This design comes from an exercise in tuning for small area, a short achievable clock period and few clock cycles per item on the open sky130 flow, not from production work. No functional check of the RTL was part of any run shown here.

==> design.v <==
module dtc_core (
    input  wire               clk,
    input  wire               rst,           
    input  wire               start,
    input  wire signed [15:0] ia,
    input  wire signed [15:0] ib,
    input  wire signed [15:0] ic,
    input  wire        [11:0] vms,
    input  wire               model_en,
    input  wire signed [15:0] cos_th,
    input  wire signed [15:0] sin_th,
    input  wire signed [23:0] t_ref,
    input  wire signed [23:0] f_ref,
    input  wire        [15:0] rs,
    input  wire        [15:0] kv,
    input  wire        [15:0] ld,
    input  wire        [15:0] lq,
    input  wire signed [23:0] psi_pm,
    input  wire        [14:0] model_gain,
    input  wire        [15:0] tq_gain,
    input  wire        [15:0] i_max,
    input  wire        [22:0] t_max,
    input  wire signed [23:0] f_min,
    input  wire signed [23:0] f_max,
    input  wire        [22:0] ht,
    input  wire        [22:0] hf,
    output wire               ready,
    output reg                done,
    output reg         [2:0]  vec,
    output reg  signed [23:0] t_est,
    output reg         [23:0] f_est,
    output reg         [1:0]  tq_code,
    output reg                fx_code,
    output reg         [2:0]  sector,
    output reg                cur_lim,
    output reg                ref_lim,
    output reg                sense_fault,
    output reg         [15:0] switches
);
    function signed [23:0] sat24;
        input signed [47:0] v;
        begin
            if (v > 48'sd8388607)
                sat24 = 24'sd8388607;
            else if (v < -48'sd8388608)
                sat24 = -24'sd8388608;
            else
                sat24 = v[23:0];
        end
    endfunction
    function [16:0] abs16;
        input signed [15:0] v;
        begin
            abs16 = v[15] ? -{v[15], v} : {1'b0, v};
        end
    endfunction
    function [2:0] vcode;      
        input [2:0] n;
        begin
            case (n)
                3'd1: vcode = 3'b100;
                3'd2: vcode = 3'b110;
                3'd3: vcode = 3'b010;
                3'd4: vcode = 3'b011;
                3'd5: vcode = 3'b001;
                default: vcode = 3'b101;
            endcase
        end
    endfunction
    function [2:0] wrap6;       
        input signed [4:0] n;
        begin
            if (n < 5'sd1)
                wrap6 = n + 5'sd6;
            else if (n > 5'sd6)
                wrap6 = n - 5'sd6;
            else
                wrap6 = n[2:0];
        end
    endfunction
    function [23:0] clampu24;
        input signed [26:0] v;
        begin
            if (v[26])
                clampu24 = 24'd0;
            else if (v[25:24] != 2'b00)
                clampu24 = 24'hffffff;
            else
                clampu24 = v[23:0];
        end
    endfunction
    reg [1:0] ph;
    reg       rdy;
    reg       v1, v2, v3, v4;      
    assign ready = rdy;
    wire acc = start & rdy;
    always @(posedge clk) begin
        if (rst) begin
            ph  <= 2'd0;
            rdy <= 1'b0;
            v1  <= 1'b0;
            v2  <= 1'b0;
            v3  <= 1'b0;
            v4  <= 1'b0;
        end else begin
            ph  <= ph + 2'd1;
            rdy <= (ph == 2'd2);
            if (ph == 2'd3) begin
                v1 <= acc;
                v2 <= v1;
                v3 <= v2;
                v4 <= v3;
            end
        end
    end
    wire signed [17:0] w_sal  = 2 * ia - ib - ic;
    wire signed [16:0] w_sbe  = ib - ic;
    wire signed [17:0] w_isum = ia + ib + ic;
    wire        [16:0] w_aia  = abs16(ia);
    wire        [16:0] w_aib  = abs16(ib);
    wire        [16:0] w_aic  = abs16(ic);
    wire               w_cur  = (w_aia > {1'b0, i_max}) || (w_aib > {1'b0, i_max})
                                || (w_aic > {1'b0, i_max});
    wire signed [23:0] w_tmax = {1'b0, t_max};
    wire signed [23:0] w_thi  = (t_ref > w_tmax) ? w_tmax : t_ref;
    wire signed [23:0] w_tlim = (w_thi < -w_tmax) ? -w_tmax : w_thi;
    wire signed [23:0] w_flo  = (f_ref < f_min) ? f_min : f_ref;
    wire signed [23:0] w_flim = (w_flo > f_max) ? f_max : w_flo;
    wire               w_rlim = (w_tlim != t_ref) || (w_flim != f_ref);
    reg signed [17:0] c_sal, c_isum;
    reg signed [16:0] c_sbe;
    reg               c_cur, c_rlim, c_men;
    reg signed [23:0] c_tlim, c_flim, c_pm;
    reg        [11:0] c_vms;
    reg        [15:0] c_kv, c_rs, c_ld, c_lq, c_tqg, c_imax;
    reg signed [15:0] c_cos, c_sin;
    reg        [14:0] c_g;
    reg        [22:0] c_ht, c_hf;
    always @(posedge clk) begin
        if (rdy) begin
            c_sal  <= w_sal;
            c_sbe  <= w_sbe;
            c_isum <= w_isum;
            c_cur  <= w_cur;
            c_tlim <= w_tlim;
            c_flim <= w_flim;
            c_rlim <= w_rlim;
            c_vms  <= vms;
            c_kv   <= kv;
            c_men  <= model_en;
            c_cos  <= cos_th;
            c_sin  <= sin_th;
            c_rs   <= rs;
            c_ld   <= ld;
            c_lq   <= lq;
            c_pm   <= psi_pm;
            c_g    <= model_gain;
            c_tqg  <= tq_gain;
            c_imax <= i_max;
            c_ht   <= ht;
            c_hf   <= hf;
        end
    end
    reg signed [16:0] fr_ial, fr_ibe, fr_nsin;
    reg        [15:0] fr_vstep;
    reg signed [17:0] fr_id, fr_iq;
    reg signed [23:0] fr_pcd, fr_pcq;
    reg signed [20:0] fr_rbe;
    reg signed [23:0] b_pcal, b_pcbe;
    reg signed [20:0] b_ral, b_rbe;
    reg        [14:0] b_v3;
    reg        [15:0] b_vq;
    reg        [14:0] b_g;
    reg signed [16:0] b_ibe, b_nial;
    reg        [15:0] b_tqg;
    reg        [23:0] b_a1, b_t2;
    reg signed [23:0] b_tlim;
    reg        [22:0] b_ht;
    reg               b_cur, b_sense, b_rlim;
    reg signed [23:0] psi_al, psi_be;
    reg signed [23:0] pv_al, pv_be;
    reg signed [24:0] d_al, d_be;
    reg signed [24:0] c_hi;
    reg        [47:0] sq;
    reg        [2:0]  sec_n;
    reg signed [23:0] t_new;
    reg               f_lt1, f_ge2;
    reg signed [23:0] k_tlim;
    reg        [22:0] k_ht;
    reg               k_cur, k_sense, k_rlim;
    reg        [2:0]  s_vec;
    reg        [1:0]  s_tq;
    reg               s_fx;
    reg        [15:0] s_sw;
    reg        [1:0]  s_scnt;
    reg               s_sf;
    reg signed [23:0] h_test;
    reg        [2:0]  h_sec;
    reg               h_cur, h_rlim;
    reg signed [23:0] u1_a0, u1_a1, u2_a0, u2_a1;
    reg signed [16:0] u1_b0, u1_b1, u2_b0, u2_b1;
    reg signed [24:0] u3_a, u4_a;
    reg signed [16:0] u3_b, u4_b;
    reg signed [41:0] u3_c, u4_c;
    always @(*) begin
        u1_a0 = 24'sd0; u1_b0 = 17'sd0; u1_a1 = 24'sd0; u1_b1 = 17'sd0;
        u2_a0 = 24'sd0; u2_b0 = 17'sd0; u2_a1 = 24'sd0; u2_b1 = 17'sd0;
        u3_a = 25'sd0; u3_b = 17'sd0; u3_c = 42'sd0;
        u4_a = 25'sd0; u4_b = 17'sd0; u4_c = 42'sd0;
        case (ph)
            2'd0: begin
                u3_a = {13'd0, c_vms};
                u3_b = {1'b0, c_kv};
            end
            2'd1: begin
                u1_a0 = fr_ial;  u1_b0 = c_cos;
                u1_a1 = fr_ibe;  u1_b1 = c_sin;
                u2_a0 = fr_ibe;  u2_b0 = c_cos;
                u2_a1 = fr_ial;  u2_b1 = fr_nsin;
                u3_a = d_al; u3_b = {2'b00, b_g}; u3_c = {{3{pv_al[23]}}, pv_al, 15'd0};
                u4_a = d_be; u4_b = {2'b00, b_g}; u4_c = {{3{pv_be[23]}}, pv_be, 15'd0};
            end
            2'd2: begin
                u1_a0 = psi_al;  u1_b0 = b_ibe;
                u1_a1 = psi_be;  u1_b1 = b_nial;
                u2_a0 = fr_ibe;  u2_b0 = {1'b0, c_rs};
                u3_a = fr_id; u3_b = {1'b0, c_ld}; u3_c = {{6{c_pm[23]}}, c_pm, 12'd0};
                u4_a = fr_iq; u4_b = {1'b0, c_lq};
            end
            default: begin
                u1_a0 = fr_pcd;  u1_b0 = c_cos;
                u1_a1 = fr_pcq;  u1_b1 = fr_nsin;
                u2_a0 = fr_pcd;  u2_b0 = c_sin;
                u2_a1 = fr_pcq;  u2_b1 = c_cos;
                u3_a = c_hi; u3_b = {1'b0, b_tqg};
                u4_a = fr_ial; u4_b = {1'b0, c_rs};
            end
        endcase
    end
    wire signed [41:0] y1 = u1_a0 * u1_b0 + u1_a1 * u1_b1;
    wire signed [41:0] y2 = u2_a0 * u2_b0 + u2_a1 * u2_b1;
    wire signed [41:0] y3 = u3_a * u3_b + u3_c;
    wire signed [41:0] y4 = u4_a * u4_b + u4_c;
    wire signed [35:0] p_ial = c_sal * 18'sd21845;
    wire signed [35:0] p_ibe = c_sbe * 18'sd37837;
    wire        [32:0] p_thr = c_imax * 17'd6554;
    wire        [17:0] a_sum = c_isum[17] ? -c_isum : c_isum;
    wire               w_sense = a_sum > {1'b0, p_thr[32:16]};
    wire signed [26:0] w_a1 = (2 * c_flim - $signed({1'b0, c_hf}) + 1) >>> 1;
    wire signed [26:0] w_t2 = (2 * c_flim + $signed({1'b0, c_hf}) + 2) >>> 1;
    wire        [31:0] p_v3 = fr_vstep * 17'd21845;
    wire        [32:0] p_vq = fr_vstep * 17'd37837;
    always @(posedge clk) begin
        if (ph == 2'd0) begin
            fr_ial   <= p_ial >>> 16;
            fr_ibe   <= p_ibe >>> 16;
            fr_nsin  <= -c_sin;
            fr_vstep <= y3[27:12];
        end
        fr_id  <= y1 >>> 15;
        fr_iq  <= y2 >>> 15;
        fr_pcd <= sat24(y3 >>> 12);
        fr_pcq <= y4 >>> 12;
        fr_rbe <= y2 >>> 12;
        if (ph == 2'd3) begin
            b_pcal  <= sat24(y1 >>> 15);
            b_pcbe  <= sat24(y2 >>> 15);
            b_ral   <= y4 >>> 12;
            b_rbe   <= fr_rbe;
            b_v3    <= p_v3[30:16];
            b_vq    <= p_vq[31:16];
            b_g     <= c_men ? c_g : 15'd0;
            b_ibe   <= fr_ibe;
            b_nial  <= -fr_ial;
            b_tqg   <= c_tqg;
            b_a1    <= clampu24(w_a1);
            b_t2    <= clampu24(w_t2);
            b_tlim  <= c_tlim;
            b_ht    <= c_ht;
            b_cur   <= c_cur;
            b_sense <= w_sense;
            b_rlim  <= c_rlim;
        end
    end
    wire signed [25:0] e_t  = k_tlim - t_new;
    wire signed [25:0] ht_s = {3'b000, k_ht};
    reg         [1:0]  tq_nx;
    reg                fx_nx;
    reg         [2:0]  vec_nx;
    reg signed  [4:0]  vnum;
    always @(*) begin
        case (s_tq)
            2'b01:   tq_nx = (e_t < -ht_s) ? 2'b11 : (e_t <= 0) ? 2'b00 : 2'b01;
            2'b11:   tq_nx = (e_t > ht_s)  ? 2'b01 : (e_t >= 0) ? 2'b00 : 2'b11;
            default: tq_nx = (e_t > ht_s)  ? 2'b01 : (e_t < -ht_s) ? 2'b11 : 2'b00;
        endcase
        if (k_cur) begin
            if (t_new > 0)
                tq_nx = 2'b11;
            else if (t_new < 0)
                tq_nx = 2'b01;
            else
                tq_nx = 2'b00;
        end
        if (f_lt1)
            fx_nx = 1'b1;
        else if (f_ge2)
            fx_nx = 1'b0;
        else
            fx_nx = s_fx;
        vnum = 5'sd0;
        case ({fx_nx, tq_nx})
            3'b101: vnum = $signed({2'b00, sec_n}) + 5'sd1;
            3'b111: vnum = $signed({2'b00, sec_n}) - 5'sd1;
            3'b001: vnum = $signed({2'b00, sec_n}) + 5'sd2;
            3'b011: vnum = $signed({2'b00, sec_n}) - 5'sd2;
            default: vnum = 5'sd0;
        endcase
        if (vnum != 5'sd0)
            vec_nx = vcode(wrap6(vnum));
        else if (s_vec == 3'b000 || s_vec == 3'b111)
            vec_nx = s_vec;
        else if (s_vec == 3'b100 || s_vec == 3'b010 || s_vec == 3'b001)
            vec_nx = 3'b000;
        else
            vec_nx = 3'b111;
    end
    wire        [2:0]  vdiff = s_vec ^ vec_nx;
    wire        [1:0]  nsw   = vdiff[0] + vdiff[1] + vdiff[2];
    wire        [2:0]  vprev = v3 ? vec_nx : s_vec;
    wire signed [2:0]  u_al  = 2 * $signed({2'b00, vprev[2]}) - $signed({2'b00, vprev[1]})
                               - $signed({2'b00, vprev[0]});
    wire signed [1:0]  u_be  = $signed({1'b0, vprev[1]}) - $signed({1'b0, vprev[0]});
    wire signed [17:0] v_al  = u_al * $signed({1'b0, b_v3});
    wire signed [17:0] v_be  = u_be * $signed({1'b0, b_vq});
    wire signed [47:0] w_pval = psi_al + v_al - b_ral;
    wire signed [47:0] w_pvbe = psi_be + v_be - b_rbe;
    wire signed [23:0] w_pv_al = sat24(w_pval);
    wire signed [23:0] w_pv_be = sat24(w_pvbe);
    wire signed [41:0] p_y3 = psi_be * 18'sd56756;
    wire signed [26:0] y3s  = p_y3 >>> 15;
    wire signed [26:0] sx   = psi_al;
    wire signed [26:0] sp   = sx - y3s;
    wire signed [26:0] sqq  = sx + y3s;
    reg         [2:0]  w_sec;
    always @(*) begin
        if (sp > 0 && sqq >= 0)
            w_sec = 3'd1;
        else if (sp <= 0 && sx > 0)
            w_sec = 3'd2;
        else if (sx <= 0 && sqq > 0)
            w_sec = 3'd3;
        else if (sqq <= 0 && sp < 0)
            w_sec = 3'd4;
        else if (sp >= 0 && sx < 0)
            w_sec = 3'd5;
        else if (sx >= 0 && sqq < 0)
            w_sec = 3'd6;
        else
            w_sec = 3'd1;
    end
    wire signed [47:0] w_sq = psi_al * psi_al + psi_be * psi_be;
    wire        [47:0] q1   = b_a1 * b_a1;
    wire        [47:0] q2   = b_t2 * b_t2;
    always @(posedge clk) begin
        pv_al <= w_pv_al;
        pv_be <= w_pv_be;
        d_al  <= b_pcal - w_pv_al;
        d_be  <= b_pcbe - w_pv_be;
        if (ph == 2'd1 && v2) begin
            psi_al <= y3 >>> 15;
            psi_be <= y4 >>> 15;
        end
        c_hi <= y1 >>> 16;
        if (ph == 2'd2) begin
            sq    <= w_sq;
            sec_n <= w_sec;
        end
        t_new  <= sat24(y3 >>> 12);
        f_lt1  <= sq < q1;
        f_ge2  <= sq >= q2;
        k_tlim <= b_tlim;
        k_ht   <= b_ht;
        k_cur  <= b_cur;
        k_sense <= b_sense;
        k_rlim <= b_rlim;
        if (rst) begin
            psi_al <= 24'sd0;
            psi_be <= 24'sd0;
        end
    end
    always @(posedge clk) begin
        if (rst) begin
            s_vec  <= 3'b000;
            s_tq   <= 2'b00;
            s_fx   <= 1'b1;
            s_sw   <= 16'd0;
            s_scnt <= 2'd0;
            s_sf   <= 1'b0;
        end else if (ph == 2'd0 && v3) begin
            s_vec <= vec_nx;
            s_tq  <= tq_nx;
            s_fx  <= fx_nx;
            s_sw  <= s_sw + nsw;
            if (k_sense) begin
                if (s_scnt == 2'd3)
                    s_sf <= 1'b1;
                else
                    s_scnt <= s_scnt + 2'd1;
            end else begin
                s_scnt <= 2'd0;
            end
        end
        if (ph == 2'd0 && v3) begin
            h_test <= t_new;
            h_sec  <= sec_n;
            h_cur  <= k_cur;
            h_rlim <= k_rlim;
        end
    end
    function [36:0] sqrt3;     
        input [24:0] rem_i;
        input [23:0] root_i;
        input [5:0]  bits;
        reg   [26:0] r;
        reg   [26:0] t;
        reg   [23:0] q;
        integer k;
        begin
            r = {2'b00, rem_i};
            q = root_i;
            for (k = 2; k >= 0; k = k - 1) begin
                r = {r[24:0], bits[2*k+1], bits[2*k]};
                t = {1'b0, q, 2'b01};
                if (r >= t) begin
                    r = r - t;
                    q = {q[22:0], 1'b1};
                end else begin
                    q = {q[22:0], 1'b0};
                end
            end
            sqrt3 = {r[24:0], q[11:0]};
        end
    endfunction
    reg  [24:0] ra_rem;
    reg  [11:0] ra_root;
    reg  [24:0] rb_rem;
    reg  [23:0] rb_root;
    reg  [23:0] rb_s;
    wire [5:0]  sa_bits = (ph == 2'd3) ? sq[47:42] : (ph == 2'd0) ? sq[41:36]
                        : (ph == 2'd1) ? sq[35:30] : sq[29:24];
    wire [24:0] sa_rin  = (ph == 2'd3) ? 25'd0 : ra_rem;
    wire [23:0] sa_qin  = (ph == 2'd3) ? 24'd0 : {12'd0, ra_root};
    wire [36:0] sa_out  = sqrt3(sa_rin, sa_qin, sa_bits);
    wire [5:0]  sb_bits = rb_s[23:18];
    wire [24:0] sb_rin  = (ph == 2'd3) ? ra_rem : rb_rem;
    wire [23:0] sb_qin  = (ph == 2'd3) ? {12'd0, ra_root} : rb_root;
    wire [36:0] sb_out  = sqrt3(sb_rin, sb_qin, sb_bits);
    always @(posedge clk) begin
        ra_rem  <= sa_out[36:12];
        ra_root <= sa_out[11:0];
        rb_rem  <= sb_out[36:12];
        rb_root <= {sb_qin[20:0], sb_out[2:0]};
        rb_s    <= (ph == 2'd2) ? sq[23:0] : {rb_s[17:0], 6'd0};
    end
    always @(posedge clk) begin
        if (rst) begin
            done <= 1'b0;
        end else begin
            done <= (ph == 2'd2) && v4;
        end
        if (ph == 2'd0 && v4) begin
            vec         <= s_vec;
            tq_code     <= s_tq;
            fx_code     <= s_fx;
            switches    <= s_sw;
            sense_fault <= s_sf;
            t_est       <= h_test;
            sector      <= h_sec;
            cur_lim     <= h_cur;
            ref_lim     <= h_rlim;
        end
        if (ph == 2'd2 && v4)
            f_est <= {sb_qin[20:0], sb_out[2:0]};
    end
endmodule
==> run.sh <==
#!/bin/bash
# synth_recipe.tcl (not shown) runs the flow's synth.tcl, then flattens the netlist and writes it again
# the make line also repeats each setting of config.mk as NAME=value (left out here)
make -C /OpenROAD-flow-scripts/flow DESIGN_CONFIG=/design/flow/config.mk WORK_HOME=/design/flow/orfs CLKGATE_MAP_FILE= SYNTH_SCRIPT=/design/flow/synth_recipe.tcl finish
==> config.mk <==
export PLATFORM = sky130hd
export DESIGN_NAME = dtc_core
export DESIGN_NICKNAME = dtc_core
export VERILOG_FILES = /design/flow/design.v
export SDC_FILE = /design/flow/constraint.sdc
export NUM_CORES = 8
export LEC_CHECK = 0
export CAP_MARGIN = 20
export CORE_MARGIN = 2
export CORE_UTILIZATION = 40
export PLACE_DENSITY = 0.6
export SLEW_MARGIN = 20
==> constraint.sdc <==
create_clock -name core_clock -period 15.0 [get_ports {clk}]
set_input_delay 3.0000 -clock core_clock [delete_from_list [all_inputs] [get_ports {clk}]]
set_output_delay 3.0000 -clock core_clock [all_outputs]
set_load 0.01 [all_outputs]
==> key figures, run 1 <==
Routing
  – WL/cell: 23.55 um
  – Initial DRC count: 14,730
  – Final ANT Viol Nets: 0
  – Vias: 192,400
  – DRC errors left: 0
  – Routed WL: 874.7 mm
  – DRT Pass-1 Iters: 9
  – Vias/cell: 5.180

Finish
  – Layout cells sized above 1: 7.034%
  – P&R area growth vs syn: 11.44%
  – Post-Layout Cell Count: 37,130
  – Fillcell total: 62,330
  – Core Util, Final: 44.68%
  – Final #Nets: 36,570

STA
  – Slew headroom: 13.01%
  – Setup TNS: -22,400 ps
  – Actual slew at the worst max-slew pin: 1303 ps
  – Achievable Freq: 61.92 MHz
  – Final min period: 16,150 ps
  – Tcrit/Tclk final: 107.7%
  – Final setup fails: 28
  – Max-slew violation count: 0
  – RSZ-0062 raised after global routing: true
  – Final hold violation count: 0
  – Worst Clk Skew: 141.6 ps
  – Worst Slack Setup Final: -1149 ps

Synthesis
  – Asr flop ratio synth: 0%
  – Seq/Total Area, Yosys: 12.99%
  – Top FF cell, synth: edfxtp_1
  – Syn. warnings: 1
  – Library cells used by synthesis: 103
  – Top-count cell post-synth: inv_1
  – Most area-consuming cells after synthesis: fa_1 (41%), ha_1 (13%), edfxtp_1 (9.6%)
  – Synth Instances: 27,110
  – Synth Cell Area: 260,300 um^2
  – Synth top cells by count: inv_1 (6,595), fa_1 (5,368), nand2_1 (2,744)
  – Synth area leader: fa_1
  – Mean Syn Cell Area: 9.601 um^2
  – Post-synth EDFFs: 835
  – Yosys reg bits: 1,271
  – Share of the synthesized area in the top cell type: 41.28%

Floorplanning
  – Die area: 657,300 um^2
  – Starting Density: 40.10%
  – Core Area: 649,200 um^2
  – Io pins: 474
  – Die Width: 810.7 um
  – Die Ht: 810.7 um
  – Row count: 296

Setup path
  – Crit end category: flop
  – Reg2reg setup slack: -1150 ps
  – CP Launch Type: flop
  – CP Data Required Time: 15,970 ps
  – Slowest cell on the critical path: fa_1
  – CP arrival: 17,120 ps
  – Crit path max fanout: 3
  – Crit Path Class: reg -> reg
  – Slowest stage delay, CP: 570 ps
  – CP most frequent cell: buf_6

Clock tree
  – TritonCTS clock tree: yes
  – Clk sinks: 1,271
  – TritonCTS Buffers: 171
  – Clock insertion delay at the later pin of the skew report: 1030 ps
  – H-Tree Depth: 4
  – Reg clk slew, reported paths: 60 ps
  – Max Root-Sink Buffers: 4
  – Clk root buf: clkbuf_16
  – CTS Hold Bufs: 0

Place
  – Dpl hpwl: 740.7 mm
  – Count of input and output buffers: 472
  – Post-placement cell count: 36,450
  – Routability cong.: 1.006
  – Setup Slack @ Placement: -1716 ps

Global route
  – First-pass GRT wire length: 1315 mm
  – Total congestion overflow: 0
  – GRT Overall Usage: 26.90%
  – Number of global-route vias before repair: 205,900
  – Largest net degree at the start of global routing: 121
  – Initial antenna violation count: 113

Hold path
  – Worst min path class: reg -> reg

Run status
  – Outcome: complete, but fails checks
  – Layout check faults: negative setup slack

Flow run
  – MaxCap Viol Count: 0
[cell type report]
| cell class | count | area [um^2] | share of cell area [%] |
|---|---|---|---|
| Tap cell | 8642 | 10810 | 3.727 |
| Inverter | 6620 | 24860 | 8.570 |
| Clock inverter | 101 | 1175 | 0.4050 |
| Clock buffer | 214 | 4681 | 1.614 |
| Sequential cell | 1271 | 33820 | 11.66 |
| Timing Repair Buffer | 1597 | 13440 | 4.634 |
| Multi-Input combinational cell | 18450 | 200700 | 69.18 |
| Antenna cell | 244 | 610.6 | 0.2105 |
[sequential cells by signal (all words and copies together) (netlist names), 25 cells and up]
signal,flops
d_be,25
sq,48
ra_rem,25
d_al,25
rb_rem,25
[metrics by stage]
| step | instance area, um^2 | hold WS [ps] |
|---|---|---|
| 2_1_floorplan | 260600 | 323.3 |
| 3_3_place_gp | 281300 | 329.0 |
| 3_5_place_dp | 281400 | 328.5 |
| 4_1_cts | 288900 | 335.2 |
| 5_1_grt | 290000 | 326.4 |
| 6_report | 290100 | 322.9 |
[worst max-delay path: cells and delay by family, from the launching register on]
family                   cells  cell delay (ps)
AO/OA/AOI/OAI               51             8240
XOR/XNOR                     2              350
adder cells (fa/ha/maj)     10             2860
buffers and inverters       21             2140
flip-flops                   1              340
multiplexers                 2              340
AND/OR/NAND/NOR             10             1820
[cells in the final DEF (no fill, tap or decap), drive strengths merged, types with 149 or more instances in the layout]
cell type      synthesis  routed
diode                  0     244
edfxtp               835     835
dfxtp                436     436
a22oi                164     164
fa                  5368    5368
o21a                 245     245
o21ai                635     635
nand2b               192     192
clkdlybuf4s50          0     471
buf                   90    1126
a21o                 332     332
and2                 459     459
nor2                1769    1769
ha                  2698    2698
nor2b                204     204
nand2               2744    2744
xor2                 301     301
nor3                 185     185
a21oi                871     871
clkbuf               688     214
xnor2                683     683
inv                 6605    6632
o21bai               157     157
nand3                149     149
[kinds of logic (layout without fill, tap and decap cells)]
family | count (synthesis) | count (layout) | synth area share, %
other | 0 | 244 | 0
AOI/OAI and AO/OA | 3018 | 3018 | 7.460
xor gates and xnor gates | 984 | 984 | 3.314
DFF | 1271 | 1271 | 12.99
muxes | 221 | 221 | 0.9127
and+or+nand+nor | 6151 | 6151 | 10.38
buffers and inverters | 7398 | 8532 | 10.68
adders and majority gates | 8071 | 8071 | 54.27
[metal layers]
layer  part of all wire (%)  GRT usage, %
met5                  0.049        0.1899
met4                    7.2         15.80
met3                    8.1         5.769
met1                     39         33.52
met2                     46         43.16
[repair_timing]
action,4_1_cts,5_1_grt
endpoints found under the setup margin,36,43
setup buffers,137,49
pin swaps,116,198
gates resized for setup,166,139
[path summary, 6_finish.rpt]
check / start / to / cells past startpoint
worst max register to register: fr_pcd[1] / d_be[23] / 96
worst max-delay path: fr_pcd[1] / d_be[23] / 96
worst min-delay path: b_ht[2] / k_ht[2] / 0
worst min register to register: b_ht[2] / k_ht[2] / 0
==> run 2, diff against run 1 <==
--- a/design.v
+++ b/design.v
@@ -79,4 +79,45 @@
         end
     endfunction
+    function [49:0] sqr24;
+        input [23:0] y;
+        input        s;
+        integer i;
+        reg [49:0] acc;
+        begin
+            acc = s ? {25'd0, y, 1'b1} : 50'd0;
+            for (i = 0; i < 24; i = i + 1)
+                acc = acc + ((({26'd0, y} >> (i + 1)) & {50{y[i]}}) << (2 * i + 2))
+                          + ({49'd0, y[i]} << (2 * i));
+            sqr24 = acc;
+        end
+    endfunction
+    function [47:0] booth;
+        input signed [24:0] a;
+        input signed [16:0] b;
+        input               ng;
+        integer i;
+        reg [18:0] bx;
+        reg [26:0] ax, sl, y;
+        reg [2:0]  d;
+        reg        n;
+        reg [47:0] acc;
+        begin
+            bx  = {b[16], b, 1'b0};
+            ax  = {{2{a[24]}}, a};
+            acc = 48'd0;
+            for (i = 0; i < 9; i = i + 1) begin
+                d  = bx[2 * i +: 3];
+                sl = (d[1] ^ d[0]) ? ax
+                   : (d == 3'b100 || d == 3'b011) ? {ax[25:0], 1'b0} : 27'd0;
+                n  = (d[2] & ~(d[1] & d[0])) ^ ng;
+                y  = sl ^ {27{n}};
+                acc = acc + ({21'd0, ~y[26], y[25:0]} << (2 * i))
+                          + ({47'd0, n} << (2 * i));
+            end
+            booth = acc;
+        end
+    endfunction
+    localparam [47:0] BK  = 48'hfaaa_ac00_0000;
+    localparam [47:0] BK2 = 48'hf555_5800_0000;
     function [23:0] clampu24;
         input signed [26:0] v;
@@ -210,6 +251,10 @@
         case (ph)
             2'd0: begin
+                u1_a0 = c_sal;   u1_b0 = 17'sd21845;
+                u2_a0 = c_sbe;   u2_b0 = 17'sd37837;
                 u3_a = {13'd0, c_vms};
                 u3_b = {1'b0, c_kv};
+                u4_a = {9'd0, c_imax};
+                u4_b = 17'sd6554;
             end
             2'd1: begin
@@ -238,13 +283,15 @@
         endcase
     end
-    wire signed [41:0] y1 = u1_a0 * u1_b0 + u1_a1 * u1_b1;
-    wire signed [41:0] y2 = u2_a0 * u2_b0 + u2_a1 * u2_b1;
-    wire signed [41:0] y3 = u3_a * u3_b + u3_c;
-    wire signed [41:0] y4 = u4_a * u4_b + u4_c;
-    wire signed [35:0] p_ial = c_sal * 18'sd21845;
-    wire signed [35:0] p_ibe = c_sbe * 18'sd37837;
-    wire        [32:0] p_thr = c_imax * 17'd6554;
+    wire        [47:0] z1 = booth(u1_a0, u1_b0, 1'b0) + booth(u1_a1, u1_b1, 1'b0) + BK2;
+    wire        [47:0] z2 = booth(u2_a0, u2_b0, 1'b0) + booth(u2_a1, u2_b1, 1'b0) + BK2;
+    wire        [47:0] z3 = booth(u3_a, u3_b, 1'b0) + {{6{u3_c[41]}}, u3_c} + BK;
+    wire        [47:0] z4 = booth(u4_a, u4_b, 1'b0) + {{6{u4_c[41]}}, u4_c} + BK;
+    wire signed [41:0] y1 = z1[41:0];
+    wire signed [41:0] y2 = z2[41:0];
+    wire signed [41:0] y3 = z3[41:0];
+    wire signed [41:0] y4 = z4[41:0];
+    reg         [16:0] fr_thr;
+    reg                fr_sense;
     wire        [17:0] a_sum = c_isum[17] ? -c_isum : c_isum;
-    wire               w_sense = a_sum > {1'b0, p_thr[32:16]};
     wire signed [26:0] w_a1 = (2 * c_flim - $signed({1'b0, c_hf}) + 1) >>> 1;
     wire signed [26:0] w_t2 = (2 * c_flim + $signed({1'b0, c_hf}) + 2) >>> 1;
@@ -253,9 +300,12 @@
     always @(posedge clk) begin
         if (ph == 2'd0) begin
-            fr_ial   <= p_ial >>> 16;
-            fr_ibe   <= p_ibe >>> 16;
+            fr_ial   <= y1 >>> 16;
+            fr_ibe   <= y2 >>> 16;
             fr_nsin  <= -c_sin;
             fr_vstep <= y3[27:12];
         end
+        fr_thr <= y4[32:16];
+        if (ph == 2'd1)
+            fr_sense <= a_sum > {1'b0, fr_thr};
         fr_id  <= y1 >>> 15;
         fr_iq  <= y2 >>> 15;
@@ -279,5 +329,5 @@
             b_ht    <= c_ht;
             b_cur   <= c_cur;
-            b_sense <= w_sense;
+            b_sense <= fr_sense;
             b_rlim  <= c_rlim;
         end
@@ -338,5 +388,7 @@
     wire signed [23:0] w_pv_al = sat24(w_pval);
     wire signed [23:0] w_pv_be = sat24(w_pvbe);
-    wire signed [41:0] p_y3 = psi_be * 18'sd56756;
+    wire signed [41:0] pbe_x = psi_be;
+    wire signed [41:0] p_y3 = (pbe_x <<< 16) - (pbe_x <<< 13) - (pbe_x <<< 9)
+                              - (pbe_x <<< 6) - (pbe_x <<< 3) - (pbe_x <<< 2);
     wire signed [26:0] y3s  = p_y3 >>> 15;
     wire signed [26:0] sx   = psi_al;
@@ -360,7 +412,12 @@
             w_sec = 3'd1;
     end
-    wire signed [47:0] w_sq = psi_al * psi_al + psi_be * psi_be;
-    wire        [47:0] q1   = b_a1 * b_a1;
-    wire        [47:0] q2   = b_t2 * b_t2;
+    reg  [47:0] sq_a, sq_b;
+    wire        sa_s = (ph == 2'd2) ? psi_al[23] : 1'b0;
+    wire        sb_s = (ph == 2'd2) ? psi_be[23] : 1'b0;
+    wire [23:0] sa_y = (ph == 2'd2) ? {1'b0, psi_al[22:0] ^ {23{psi_al[23]}}} : b_a1;
+    wire [23:0] sb_y = (ph == 2'd2) ? {1'b0, psi_be[22:0] ^ {23{psi_be[23]}}} : b_t2;
+    wire [49:0] sq_add = (ph == 2'd2) ? 50'd0 : ({2'b11, ~sq_a} + {2'b11, ~sq_b} + 50'd1);
+    wire [49:0] za = sqr24(sa_y, sa_s) + sq_add;
+    wire [49:0] zb = sqr24(sb_y, sb_s) + sq_add;
     always @(posedge clk) begin
         pv_al <= w_pv_al;
@@ -373,11 +430,13 @@
         end
         c_hi <= y1 >>> 16;
-        if (ph == 2'd2) begin
-            sq    <= w_sq;
+        sq_a <= za[47:0];
+        sq_b <= zb[47:0];
+        if (ph == 2'd3)
+            sq <= sq_a + sq_b;
+        if (ph == 2'd2)
             sec_n <= w_sec;
-        end
         t_new  <= sat24(y3 >>> 12);
-        f_lt1  <= sq < q1;
-        f_ge2  <= sq >= q2;
+        f_lt1  <= ~za[49];
+        f_ge2  <= zb[49];
         k_tlim <= b_tlim;
         k_ht   <= b_ht;
@@ -448,12 +507,12 @@
     reg  [23:0] rb_root;
     reg  [23:0] rb_s;
-    wire [5:0]  sa_bits = (ph == 2'd3) ? sq[47:42] : (ph == 2'd0) ? sq[41:36]
-                        : (ph == 2'd1) ? sq[35:30] : sq[29:24];
-    wire [24:0] sa_rin  = (ph == 2'd3) ? 25'd0 : ra_rem;
-    wire [23:0] sa_qin  = (ph == 2'd3) ? 24'd0 : {12'd0, ra_root};
+    wire [5:0]  sa_bits = (ph == 2'd0) ? sq[47:42] : (ph == 2'd1) ? sq[41:36]
+                        : (ph == 2'd2) ? sq[35:30] : sq[29:24];
+    wire [24:0] sa_rin  = (ph == 2'd0) ? 25'd0 : ra_rem;
+    wire [23:0] sa_qin  = (ph == 2'd0) ? 24'd0 : {12'd0, ra_root};
     wire [36:0] sa_out  = sqrt3(sa_rin, sa_qin, sa_bits);
     wire [5:0]  sb_bits = rb_s[23:18];
-    wire [24:0] sb_rin  = (ph == 2'd3) ? ra_rem : rb_rem;
-    wire [23:0] sb_qin  = (ph == 2'd3) ? {12'd0, ra_root} : rb_root;
+    wire [24:0] sb_rin  = (ph == 2'd0) ? ra_rem : rb_rem;
+    wire [23:0] sb_qin  = (ph == 2'd0) ? {12'd0, ra_root} : rb_root;
     wire [36:0] sb_out  = sqrt3(sb_rin, sb_qin, sb_bits);
     always @(posedge clk) begin
@@ -462,5 +521,5 @@
         rb_rem  <= sb_out[36:12];
         rb_root <= {sb_qin[20:0], sb_out[2:0]};
-        rb_s    <= (ph == 2'd2) ? sq[23:0] : {rb_s[17:0], 6'd0};
+        rb_s    <= (ph == 2'd3) ? sq[23:0] : {rb_s[17:0], 6'd0};
     end
     always @(posedge clk) begin
@@ -468,5 +527,5 @@
             done <= 1'b0;
         end else begin
-            done <= (ph == 2'd2) && v4;
+            done <= (ph == 2'd3) && v4;
         end
         if (ph == 2'd0 && v4) begin
@@ -481,5 +540,5 @@
             ref_lim     <= h_rlim;
         end
-        if (ph == 2'd2 && v4)
+        if (ph == 2'd3 && v4)
             f_est <= {sb_qin[20:0], sb_out[2:0]};
     end
--- a/config.mk
+++ b/config.mk
@@ -6,7 +6,9 @@
 export NUM_CORES = 8
 export LEC_CHECK = 0
+export ABC_CLOCK_PERIOD_IN_PS = 6000
 export CAP_MARGIN = 20
 export CORE_MARGIN = 2
 export CORE_UTILIZATION = 40
 export PLACE_DENSITY = 0.6
+export SETUP_SLACK_MARGIN = 5
 export SLEW_MARGIN = 20
==> run 2 against run 1 <==
Against the previous run: the layout still fails its checks (negative setup slack); register-to-register slack better by 110 ps; maximum frequency up 0.66%; critical path type unchanged; critical endpoint is now d_al[24]; largest cell class unchanged.
==> key figures, run 2 <==
STA
  – Worst Clk Skew: 100.8 ps
  – Tcrit/Tclk final: 107.0%
  – Max-slew violation count: 0
  – Final min period: 16,040 ps
  – Setup TNS: -17,090 ps
  – Achievable Freq: 62.33 MHz
  – Final setup fails: 28
  – Worst Slack Setup Final: -1044 ps
  – Final hold violation count: 0
  – Hold Slack: 333.7 ps
  – Slew headroom: 10.53%
  – Actual slew at the worst max-slew pin: 1337 ps
  – RSZ-0062 raised after global routing: true

Setup path
  – Crit path max fanout: 7
  – Crit end category: flop
  – CP most frequent cell: a21oi_2
  – Crit Path Class: reg -> reg
  – Slowest stage delay, CP: 580 ps
  – CP arrival: 16,820 ps
  – CP Launch Type: flop
  – Slowest cell on the critical path: fa_1
  – CP Data Required Time: 15,780 ps

Routing
  – DRT Pass-1 Iters: 9
  – Vias/cell: 5.637
  – Routed WL: 702.3 mm
  – Initial DRC count: 16,230
  – WL/cell: 25.80 um
  – DRC errors left: 0
  – Vias: 153,400
  – Final ANT Viol Nets: 0

Synthesis
  – Synth Cell Area: 186,200 um^2
  – Top FF cell, synth: edfxtp_1
  – Synth Instances: 20,100
  – Compound-gate portion of the synthesized area: 15.00%
  – Most area-consuming cells after synthesis: fa_1 (23%), ha_1 (14%), edfxtp_1 (13%)
  – Adder-cell share of the synthesized area: 36.97%
  – Yosys reg bits: 1,368
  – Asr flop ratio synth: 0%
  – Share of the synthesized area in the top cell type: 22.80%
  – Syn. warnings: 1
  – Post-synth EDFFs: 836
  – Main combinational cell family by area after synthesis: adder cells
  – Simple-gate portion of the synthesized area: 10.08%
  – Post-Synth XOR/XNOR Area: 9.579%
  – Library cells used by synthesis: 113
  – Mux share of post-synthesis cell area: 1.372%
  – Synth top cells by count: inv_1 (2,878), fa_1 (2,121), ha_1 (2,107)
  – Mean Syn Cell Area: 9.264 um^2
  – Synth area leader: fa_1
  – Top-count cell post-synth: inv_1
  – Seq/Total Area, Yosys: 19.20%

Global route
  – Largest net degree at the start of global routing: 143
  – GRT met3 Usage: 6.962%
  – GRT Overall Usage: 29.26%
  – Number of global-route vias before repair: 151,300
  – First-pass GRT wire length: 1024 mm
  – Total congestion overflow: 0
  – M2 GR Usage: 43.51%
  – GR peak layer: met2
  – Met1 Usage GRT: 39.66%
  – Initial antenna violation count: 72

Flow run
  – MaxCap Viol Count: 0

Finish
  – Commonest non-fill, non-tap cell in the layout: inv_1
  – Layout cells sized above 1: 10.18%
  – Fillcell total: 44,620
  – Final #Nets: 25,490
  – P&R area growth vs syn: 14.27%
  – Top Registers: sq: 48 flops, sq_a: 48 flops, sq_b: 48 flops
  – Multi-input logic area: 139,500 um^2
  – FF+latch area: 35,770 um^2
  – Most frequent cells in the layout: inv_1 (2,852), fa_1 (2,107), ha_1 (2,042)
  – Fin area: 212,800 um^2

Floorplanning
  – Starting Density: 40.17%
  – Core Area: 463,600 um^2
  – Die Width: 686.3 um
  – Die area: 471,000 um^2
  – Row count: 250
  – Die Ht: 686.3 um
  – Io pins: 474

Clock tree
  – TritonCTS clock tree: yes
  – TritonCTS Buffers: 170
  – Clk sinks: 1,368
  – CTS Hold Bufs: 0
  – H-Tree Depth: 4
  – Clk root buf: clkbuf_16
  – Max Root-Sink Buffers: 4
  – Reg clk slew, reported paths: 70 ps
  – Clock insertion delay at the later pin of the skew report: 930 ps

Place
  – Dpl hpwl: 563.4 mm
  – Placed instance area: 204,200 um^2
  – Count of input and output buffers: 472
  – Setup Slack @ Placement: -1578 ps
  – Routability cong.: 1.055

Hold path
  – Worst min path class: reg -> reg

Run status
  – Layout check faults: negative setup slack
  – Outcome: complete, but fails checks
[run 2: changes by cell type after synthesis, sizes merged, moves of 318 or more]
cell and delta:
nand2 -1369, ha -591, fa -3247, a22oi +735, xnor2 +732, nor2 -567
inv -3706, and2 -355, xor2 +318
[run 2: cell type report]
cell class	instances	share of cell area [%]
Timing Repair Buffer	1522	6.042
Tap cell	6174	3.630
Inverter	2926	5.184
Clock buffer	198	2.132
Sequential cell	1368	16.81
Antenna cell	44	0.05174
Multi-Input combinational cell	14870	65.54
Clock inverter	114	0.6062
[run 2: path summary, 6_finish.rpt]
| check | start | endpoint | slack, ps | cells after the start |
|---|---|---|---|---|
| max | t_new[6] | d_al[24] | -1040 | 86 |
| max reg2reg | t_new[6] | d_al[24] | -1040 | 86 |
| min reg2reg | b_tlim[0] | k_tlim[0] | 330 | 0 |
| min | b_tlim[0] | k_tlim[0] | 330 | 0 |
[run 2: critical path, delay by kind of cell, from the launching register on]
kind / cells / cell delay (ps)
adders and majority gates: 11 / 3340
DFF: 1 / 340
buffers and inverters: 13 / 1640
AOI/OAI and AO/OA: 44 / 7400
xor gates and xnor gates: 3 / 520
and+or+nand+nor: 15 / 2610
[run 2: repair_timing]
item                                    4_1_cts  5_1_grt
resized for setup                           158      238
pin swaps                                   105      134
endpoints found under the setup margin      407      429
buffers inserted                             77       39
[run 2: through the flow]
step,utilization [%],instances
final,45.90,27220
after global routing,45.89,27190
after CTS,45.57,27140
after detailed placement,44.04,26750
after global placement,44.03,26750
after floorplan,-,20100
[run 2: routing by layer]
layer / vias to the layer above / wire length (um)
met5: - / 264
met1: 75850 / 290600
met4: 24 / 41860
met2: 7139 / 298500
li1: 69140 / -
met3: 1288 / 71030
[run 2: logic make-up after synthesis]
kind of cell | Yosys count
adders and majority gates | 4230
muxes | 241
DFF | 1368
AOI/OAI and AO/OA | 4248
other | 1
buffers and inverters | 3859
xor gates and xnor gates | 2035
and+or+nand+nor | 4118

[separate check: timing with driven ports]
No port has a modelled driver above. Below, the same layouts with a new extraction and two added sets of constraints. Step 1 (the two cells are an assumption about what drives the block):
set clk [get_ports {clk}]
set_driving_cell -lib_cell sky130_fd_sc_hd__clkbuf_16 $clk
set_driving_cell -lib_cell sky130_fd_sc_hd__buf_2 [delete_from_list [all_inputs] $clk]
Step 2 moves the port delays by t, midway between the first and last clock arrival at a register: inputs arrive t later, outputs are due t later. That takes back most of the time a late clock gives input paths. Three values: ideal ports, drivers, drivers and shift; two values: the first two.
| run | t, ns | slack for setup (ns) | hold WS [ns] | worst setup path after step 2 | clock arrival spread, ns |
|---|---|---|---|---|---|
| run 1 | 1.113 | -1.149 / -1.149 / -1.149 | 0.323 / 0.323 / 0.323 | register to register | 0.145 / 0.144 |
| run 2 | 1.000 | -1.044 / -1.044 / -1.044 | 0.334 / 0.334 / 0.334 | register to register | 0.102 / 0.101 |
